Background: an optimization exercise with open tools, aiming at small area, a short achievable clock period and few clock cycles per item. Do not read the settings as production practice. At most, simulation tests tie the RTL to the original design; equivalence was not proved.

## old
==> flow/design.v <==
module skive_enc (
    input  wire        clk,
    input  wire        rst,           
    input  wire        in_valid,
    output reg         in_ready,
    input  wire [31:0] in_data,       
    input  wire [1:0]  in_fmt,        
    input  wire        in_last,       
    output reg         out_valid,
    input  wire        out_ready,
    output reg  [7:0]  out_mant,      
    output reg  [15:0] out_hdr,       
    output reg         out_last,      
    output reg         out_err        
);
    localparam [1:0] FMT_B8 = 2'd0, FMT_B6 = 2'd1;
    localparam integer EW = 26;       
    localparam integer RD = 65;       
    localparam integer RW = RD - 1;   
    localparam integer RL = RD + 1;   
    reg  [EW*RL-1:0] ring;
    wire [EW-1:0]    head = ring[EW-1:0];           
    wire [EW-1:0]    wpos = ring[EW*RW +: EW];      
    reg  [6:0]  wdel;         
    reg  [6:0]  rdel;         
    reg  [6:0]  cnt;          
    reg  [5:0]  wcnt;         
    reg  [1:0]  wfmt;
    reg         wpad;         
    reg         wpok;         
    wire        wr_el   = in_valid && in_ready;
    wire        wr      = wpok || wr_el;
    wire [1:0]  wfmt_n  = (wcnt == 6'd0) ? in_fmt : wfmt;
    wire        wend    = (wcnt == ((wfmt_n == FMT_B8) ? 6'd31 : 6'd63));    
    wire [EW-1:0] in_ent = {in_data[31:7], |in_data[6:0]};
    wire [EW-1:0] wdata  = wpad ? {EW{1'b0}} : in_ent;
    reg         nw, nfirst, nlast;
    reg  [1:0]  nfmt;
    reg  [17:0] hkey;         
    reg         hnan;
    wire [7:0]  a_e  = wpos[24:17];
    wire [15:0] a_f  = wpos[16:1];
    wire        a_nan = (a_e == 8'hFF) && (wpos[16:0] != 17'd0);
    wire [7:0]  s_tb = a_e - 8'd6 + ((a_f[15:9] == 7'h7F) ? 8'd1 : 8'd0);
    wire [7:0]  b8_tb = (a_e < 8'd111) ? 8'd105 : (a_e > 8'd141) ? 8'd136 :
                        (s_tb > 8'd136) ? 8'd136 : s_tb;
    wire        a_b6  = (nfmt == FMT_B6);
    wire [17:0] a_sig = {1'b1, wpos[16:0]};
    wire        big31 = (a_sig[17:13] == 5'b11111);
    wire        big7  = (a_sig[17:15] == 3'b111);
    wire        a_big = a_b6 ? big31 : big7;
    wire [4:0]  r31_0 = big31 ? {1'b0, a_sig[17:14]} : a_sig[17:13];
    wire [10:0] x31   = big31 ? a_sig[13:3] : a_sig[12:2];
    wire        l31   = big31 ? |a_sig[2:0] : |a_sig[1:0];
    wire [2:0]  r7_0  = big7 ? {1'b0, a_sig[17:16]} : a_sig[17:15];
    wire [10:0] x7    = big7 ? a_sig[15:5] : a_sig[14:4];
    wire        l7    = big7 ? |a_sig[4:0] : |a_sig[3:0];
    reg  [10:0] m31, m7;
    reg  [4:0]  r31;
    reg  [2:0]  r7;
    reg  [5:0]  v31;
    reg  [3:0]  v7;
    integer ai;
    always @* begin
        r31 = r31_0;
        r7  = r7_0;
        for (ai = 10; ai >= 0; ai = ai - 1) begin
            v31 = {r31, x31[ai]};
            m31[ai] = v31[5] || (&v31[4:0]);
            r31 = v31[4:0] ^ ({&v31[3:0], &v31[2:0], &v31[1:0], v31[0], 1'b1} & {5{m31[ai]}});
            v7 = {r7, x7[ai]};
            m7[ai] = v7[3] || (&v7[2:0]);
            r7 = v7[2:0] ^ ({&v7[1:0], v7[0], 1'b1} & {3{m7[ai]}});
        end
    end
    wire [10:0] a_m  = a_b6 ? m31 : m7;
    wire        a_st = a_b6 ? (l31 || r31 != 5'd0) : (l7 || r7 != 3'd0);
    wire signed [9:0] d_exp = $signed({2'd0, a_e}) - 10'sd117 + (a_b6 ? 10'sd0 : 10'sd2)
                            + (a_big ? 10'sd1 : 10'sd0);
    wire [9:0]  d_sr  = 10'd1 - d_exp;
    wire [3:0]  d_sh  = d_exp[9] ? ((d_sr > 10'd11) ? 4'd11 : d_sr[3:0]) :
                        (d_exp == 10'sd0) ? 4'd1 : 4'd0;    
    wire [11:0] d_one = 12'd1 << d_sh;
    wire [11:0] d_mt  = {1'b0, a_m} & ~(d_one - 12'd1);      
    wire        d_inc = a_st || ({1'b0, a_m} != d_mt);
    wire [11:0] d_mi  = d_mt + (d_inc ? d_one : 12'd0);      
    wire        d_cy  = d_mi[11];
    wire [7:0]  d_tb  = d_exp[7:0] + 8'd112 + {7'd0, d_cy};
    reg  [17:0] sc_key;
    always @* begin
        if (a_e == 8'd0)
            sc_key = (wpos[16:0] == 17'd0) ? 18'd0 : {8'd103, 10'd0};    
        else if (a_e == 8'hFF || d_exp > 10'sd30 || (d_exp == 10'sd30 && d_cy))
            sc_key = {8'd142, 10'h3FF};                                  
        else if (d_sh == 4'd11)
            sc_key = {8'd103, 10'd0};
        else
            sc_key = {d_tb, d_cy ? 10'd0 : d_mi[9:0]};
    end
    wire [17:0] e_key  = a_nan ? 18'd0 : (nfmt == FMT_B8) ? {b8_tb, 10'd0} : sc_key;
    wire [17:0] hbase  = nfirst ? 18'd0 : hkey;
    wire [17:0] hkey_n = (e_key > hbase) ? e_key : hbase;
    wire        hnan_n = (!nfirst && hnan) || a_nan;
    reg  [20:0] q0, q1;       
    reg  [1:0]  qn;
    wire        hpush = nw && nlast;
    wire [20:0] hq    = {hkey_n, nfmt, hnan_n};
    reg  [5:0]  rj;           
    reg  [1:0]  cfmt;
    reg         cnan;
    reg  [7:0]  ctb;
    reg  [9:0]  cdsig;
    reg         rdok;         
    wire        bfirst = (rj == 6'd0);
    wire [1:0]  b_fmt  = bfirst ? q0[2:1]   : cfmt;
    wire        b_nan  = bfirst ? q0[0]     : cnan;
    wire [7:0]  b_tb   = bfirst ? q0[20:13] : ctb;
    wire [10:0] dsig   = {1'b1, bfirst ? q0[12:3] : cdsig};
    wire        b_end  = (rj == ((b_fmt == FMT_B8) ? 6'd31 : 6'd63));
    wire [7:0]  q_tb   = q0[20:13];
    wire [7:0]  q_s    = q_tb - 8'd121;
    wire [7:0]  q_dsh  = 8'd113 - q_tb;                      
    wire [10:0] q_sub  = {1'b1, q0[12:3]} >> q_dsh[3:0];
    wire [7:0]  q_ef   = q_tb - 8'd112;
    wire [15:0] q_hdr  = (q0[2:1] == FMT_B8) ? {8'h00, q_s} :
                         (q_tb == 8'd0)      ? 16'h0000 :
                         (q_tb > 8'd112)     ? {1'b0, q_ef[4:0], q0[12:3]} :
                                               {6'd0, q_sub[9:0]};
    wire [15:0] b_hdr  = bfirst ? q_hdr : out_hdr;
    wire        silent = !bfirst && cnan;
    wire        rd     = rdok && (silent || !out_valid || out_ready);
    wire        x_s = head[25];
    wire [7:0]  x_e = head[24:17];
    wire [16:0] x_v = {1'b1, head[16:1]};
    wire        x_t = head[0];
    wire        is_b8 = (b_fmt == FMT_B8);
    wire [6:0]  qlim  = is_b8 ? 7'd127 : (b_fmt == FMT_B6) ? 7'd31 : 7'd7;
    wire signed [9:0] tt = $signed({2'b00, x_e}) - $signed({2'b00, b_tb});
    reg  [6:0]  dq;
    reg  [11:0] dr;
    reg  [12:0] dd;
    integer yi;
    always @* begin
        dr = {2'b00, x_v[16:7]};
        for (yi = 6; yi >= 0; yi = yi - 1) begin
            dr = {dr[10:0], x_v[yi]};
            dd = {1'b0, dr} - {2'b00, dsig};
            dq[yi] = !dd[12];
            if (!dd[12]) dr = dd[11:0];
        end
    end
    wire [7:0]  y8   = is_b8 ? x_v[16:9] : {dq, 1'b0};
    wire        yrz  = is_b8 ? (x_v[8:0] != 9'd0) : (dr != 12'd0);
    wire [2:0]  zsh  = 3'd6 - tt[2:0];            
    wire [7:0]  zf   = y8 >> zsh;
    wire        zlost = (y8 & ~(8'hFF << zsh)) != 8'd0;
    wire        zst  = zlost || yrz || x_t;
    wire [6:0]  m0   = zf[7:1];
    wire [7:0]  mr   = {1'b0, m0} + {7'd0, zf[0] & (zst | m0[0])};
    reg  [6:0]  mag;
    always @* begin
        if (x_e == 8'd0 || tt <= -10'sd2)
            mag = 7'd0;
        else if (x_e == 8'hFF || tt >= 10'sd7 || mr > {1'b0, qlim})
            mag = qlim;
        else
            mag = mr[6:0];
    end
    wire [7:0]  mant = x_s ? (8'd0 - {1'b0, mag}) : {1'b0, mag};
    reg         pop;          
    wire        idle   = (cnt == 7'd0) && !wr;        
    wire [6:0]  cnt_up = cnt + 7'd1;
    wire [6:0]  cnt_dn = cnt - 7'd1;
    wire [6:0]  cnt_n  = (wr == rd) ? cnt : wr ? cnt_up : cnt_dn;
    wire [6:0]  wdel_d = (wdel == 7'd0) ? (RL[6:0] - 7'd1) : (wdel - 7'd1);
    wire [6:0]  rdel_d = (rdel == 7'd0) ? (RL[6:0] - 7'd1) : (rdel - 7'd1);
    wire [6:0]  wdel_n = idle ? 7'd0 : (wr ? wdel : wdel_d);
    wire [6:0]  rdel_n = idle ? RD[6:0] : (rd ? rdel : rdel_d);
    wire        wpad_n = wr ? (!wend && (wpad || (wr_el && in_last))) : wpad;
    wire        waln_n = (wr || cnt == 7'd0 || wdel == 7'd1) &&
                         !(!rd && (cnt == RL[6:0] || (wr && cnt == RL[6:0] - 7'd1)));
    wire        cnz_n  = wr ? 1'b1 : (cnt > 7'd1 || (cnt == 7'd1 && !rd));
    wire        raln_n = !idle && (rd || rdel == 7'd1);
    wire        rjz_n  = rd ? b_end : bfirst;
    wire        qnz_n  = hpush || qn == 2'd2 || (qn == 2'd1 && !pop);
    always @(posedge clk) begin
        ring <= {head, ring[EW*RL-1:EW]};
        if (wr)
            ring[EW*RW +: EW] <= wdata;
    end
    always @(posedge clk) begin
        if (nw) begin
            hkey <= hkey_n;
            hnan <= hnan_n;
        end
        if (wr) begin
            wfmt   <= wfmt_n;
            nfirst <= (wcnt == 6'd0);
            nlast  <= wend;
            nfmt   <= wfmt_n;
        end
        if (bfirst) begin
            cfmt  <= q0[2:1];
            cnan  <= q0[0];
            ctb   <= q0[20:13];
            cdsig <= q0[12:3];
        end
        if (pop ? (qn == 2'd2) : (hpush && qn != 2'd0))
            q1 <= hq;
        if (pop ? (qn == 2'd2 || hpush) : (hpush && qn == 2'd0))
            q0 <= (pop && qn == 2'd2) ? q1 : hq;
        if (rd && !silent) begin
            out_mant <= b_nan ? 8'd0 : mant;
            out_hdr  <= b_nan ? 16'd0 : b_hdr;
            out_last <= b_nan || b_end;
            out_err  <= b_nan;
        end
    end
    always @(posedge clk) begin
        if (rst) begin
            wdel      <= 7'd0;
            rdel      <= RD[6:0];
            cnt       <= 7'd0;
            wcnt      <= 6'd0;
            wpad      <= 1'b0;
            wpok      <= 1'b0;
            in_ready  <= 1'b1;
            nw        <= 1'b0;
            qn        <= 2'd0;
            pop       <= 1'b0;
            rj        <= 6'd0;
            rdok      <= 1'b0;
            out_valid <= 1'b0;
        end else begin
            cnt  <= cnt_n;
            wdel <= wdel_n;
            rdel <= rdel_n;
            wpad <= wpad_n;
            in_ready <= waln_n && !wpad_n;
            wpok     <= waln_n && wpad_n;
            nw <= wr;
            if (wr)
                wcnt <= wend ? 6'd0 : wcnt + 6'd1;
            qn <= qn + {1'b0, hpush} - {1'b0, pop};
            pop <= rd && bfirst;
            if (rd)
                rj <= b_end ? 6'd0 : rj + 6'd1;
            rdok <= raln_n && cnz_n && (!rjz_n || qnz_n);
            if (rd && !silent)
                out_valid <= 1'b1;
            else if (out_ready)
                out_valid <= 1'b0;
        end
    end
endmodule
clock: 110.0 ns
lec_check: 0
abc_area: 1
cap_margin: 20
core_margin: 2
core_utilization: 40
cts_buf_list: sky130_fd_sc_hd__clkbuf_8
cts_cluster_diameter: 50
cts_cluster_size: 16
slew_margin: 20
run.sh (not shown) runs the stock make flow with config.mk's settings and CLKGATE_MAP_FILE= SYNTH_SCRIPT=/design/flow/synth_recipe.tcl, a recipe that flattens the netlist after the stock synthesis.
Changes in new relative to old:
--- a/flow/design.v
+++ b/flow/design.v
@@ -165,30 +165,29 @@
             mag = qlim;
         else
             mag = mr[6:0];
     end
     wire [7:0]  mant = x_s ? (8'd0 - {1'b0, mag}) : {1'b0, mag};
     reg         pop;          
-    wire        idle   = (cnt == 7'd0) && !wr;        
     wire [6:0]  cnt_up = cnt + 7'd1;
     wire [6:0]  cnt_dn = cnt - 7'd1;
     wire [6:0]  cnt_n  = (wr == rd) ? cnt : wr ? cnt_up : cnt_dn;
     wire [6:0]  wdel_d = (wdel == 7'd0) ? (RL[6:0] - 7'd1) : (wdel - 7'd1);
     wire [6:0]  rdel_d = (rdel == 7'd0) ? (RL[6:0] - 7'd1) : (rdel - 7'd1);
-    wire [6:0]  wdel_n = idle ? 7'd0 : (wr ? wdel : wdel_d);
-    wire [6:0]  rdel_n = idle ? RD[6:0] : (rd ? rdel : rdel_d);
+    wire [6:0]  wdel_n = (cnt == 7'd0) ? 7'd0 : (wr ? wdel : wdel_d);
+    wire [6:0]  rdel_n = (cnt == 7'd0) ? (wr ? RD[6:0] - 7'd1 : RD[6:0]) : (rd ? rdel : rdel_d);
     wire        wpad_n = wr ? (!wend && (wpad || (wr_el && in_last))) : wpad;
     wire        waln_n = (wr || cnt == 7'd0 || wdel == 7'd1) &&
                          !(!rd && (cnt == RL[6:0] || (wr && cnt == RL[6:0] - 7'd1)));
     wire        cnz_n  = wr ? 1'b1 : (cnt > 7'd1 || (cnt == 7'd1 && !rd));
-    wire        raln_n = !idle && (rd || rdel == 7'd1);
+    wire        raln_n = (cnt != 7'd0) && (rd || rdel == 7'd1);
     wire        rjz_n  = rd ? b_end : bfirst;
     wire        qnz_n  = hpush || qn == 2'd2 || (qn == 2'd1 && !pop);
     always @(posedge clk) begin
         ring <= {head, ring[EW*RL-1:EW]};
-        if (wr)
+        if (in_ready || wpok)
             ring[EW*RW +: EW] <= wdata;
     end
     always @(posedge clk) begin
         if (nw) begin
             hkey <= hkey_n;
             hnan <= hnan_n;
Results
new went all the way through the flow, and no timing, DRC or antenna check failed. Per the comparison of new with old, share of cells above drive strength 1 comparable; hold buffer count at CTS comparable; worst path required time now smaller. Diff old..new | floorplan die area | negligible. Diff new..old | worst slack on hold paths | negligible.
Testbench counts of new, summed over its fixed seeds: cycles 170,928, items 3,200.
The RTL of old was laid out without a check of its function.

separate check: timing with driven ports:
How much do the figures lean on ideal ports? The routed layouts below were timed once more, with nothing changed but the port constraints. Step 1 sets driving cells, clkbuf_16 on the clock port and buf_2 on the other inputs (assumed; they add their load-dependent delay and slew). Step 2 adds t to the input delays and takes it off the output delays; t is the mean of the earliest and latest rising clock arrival at the registers after step 1. Input paths then give back, and output paths get back, about the clock's delay inside the block. Slacks: no drivers / after step 1 / after step 2; pairs: no drivers / after step 1.
| run | t, ns | slack for setup (ns) | worst setup path at the end | clock arrival spread, ns | worst data-port slew with drivers (ns) |
|---|---|---|---|---|---|
| old | 0.920 | 85.552 / 85.594 / 84.674 | input to register | 0.048 / 0.048 | 0.05 |
| new | 0.893 | 86.253 / 86.187 / 85.512 | input to register | 0.044 / 0.045 | 0.05 |
After both steps every run listed still meets setup and hold. For old, which loses most, drivers alone change the setup slack by +0.042 ns; drivers and shift together by -0.878 ns.
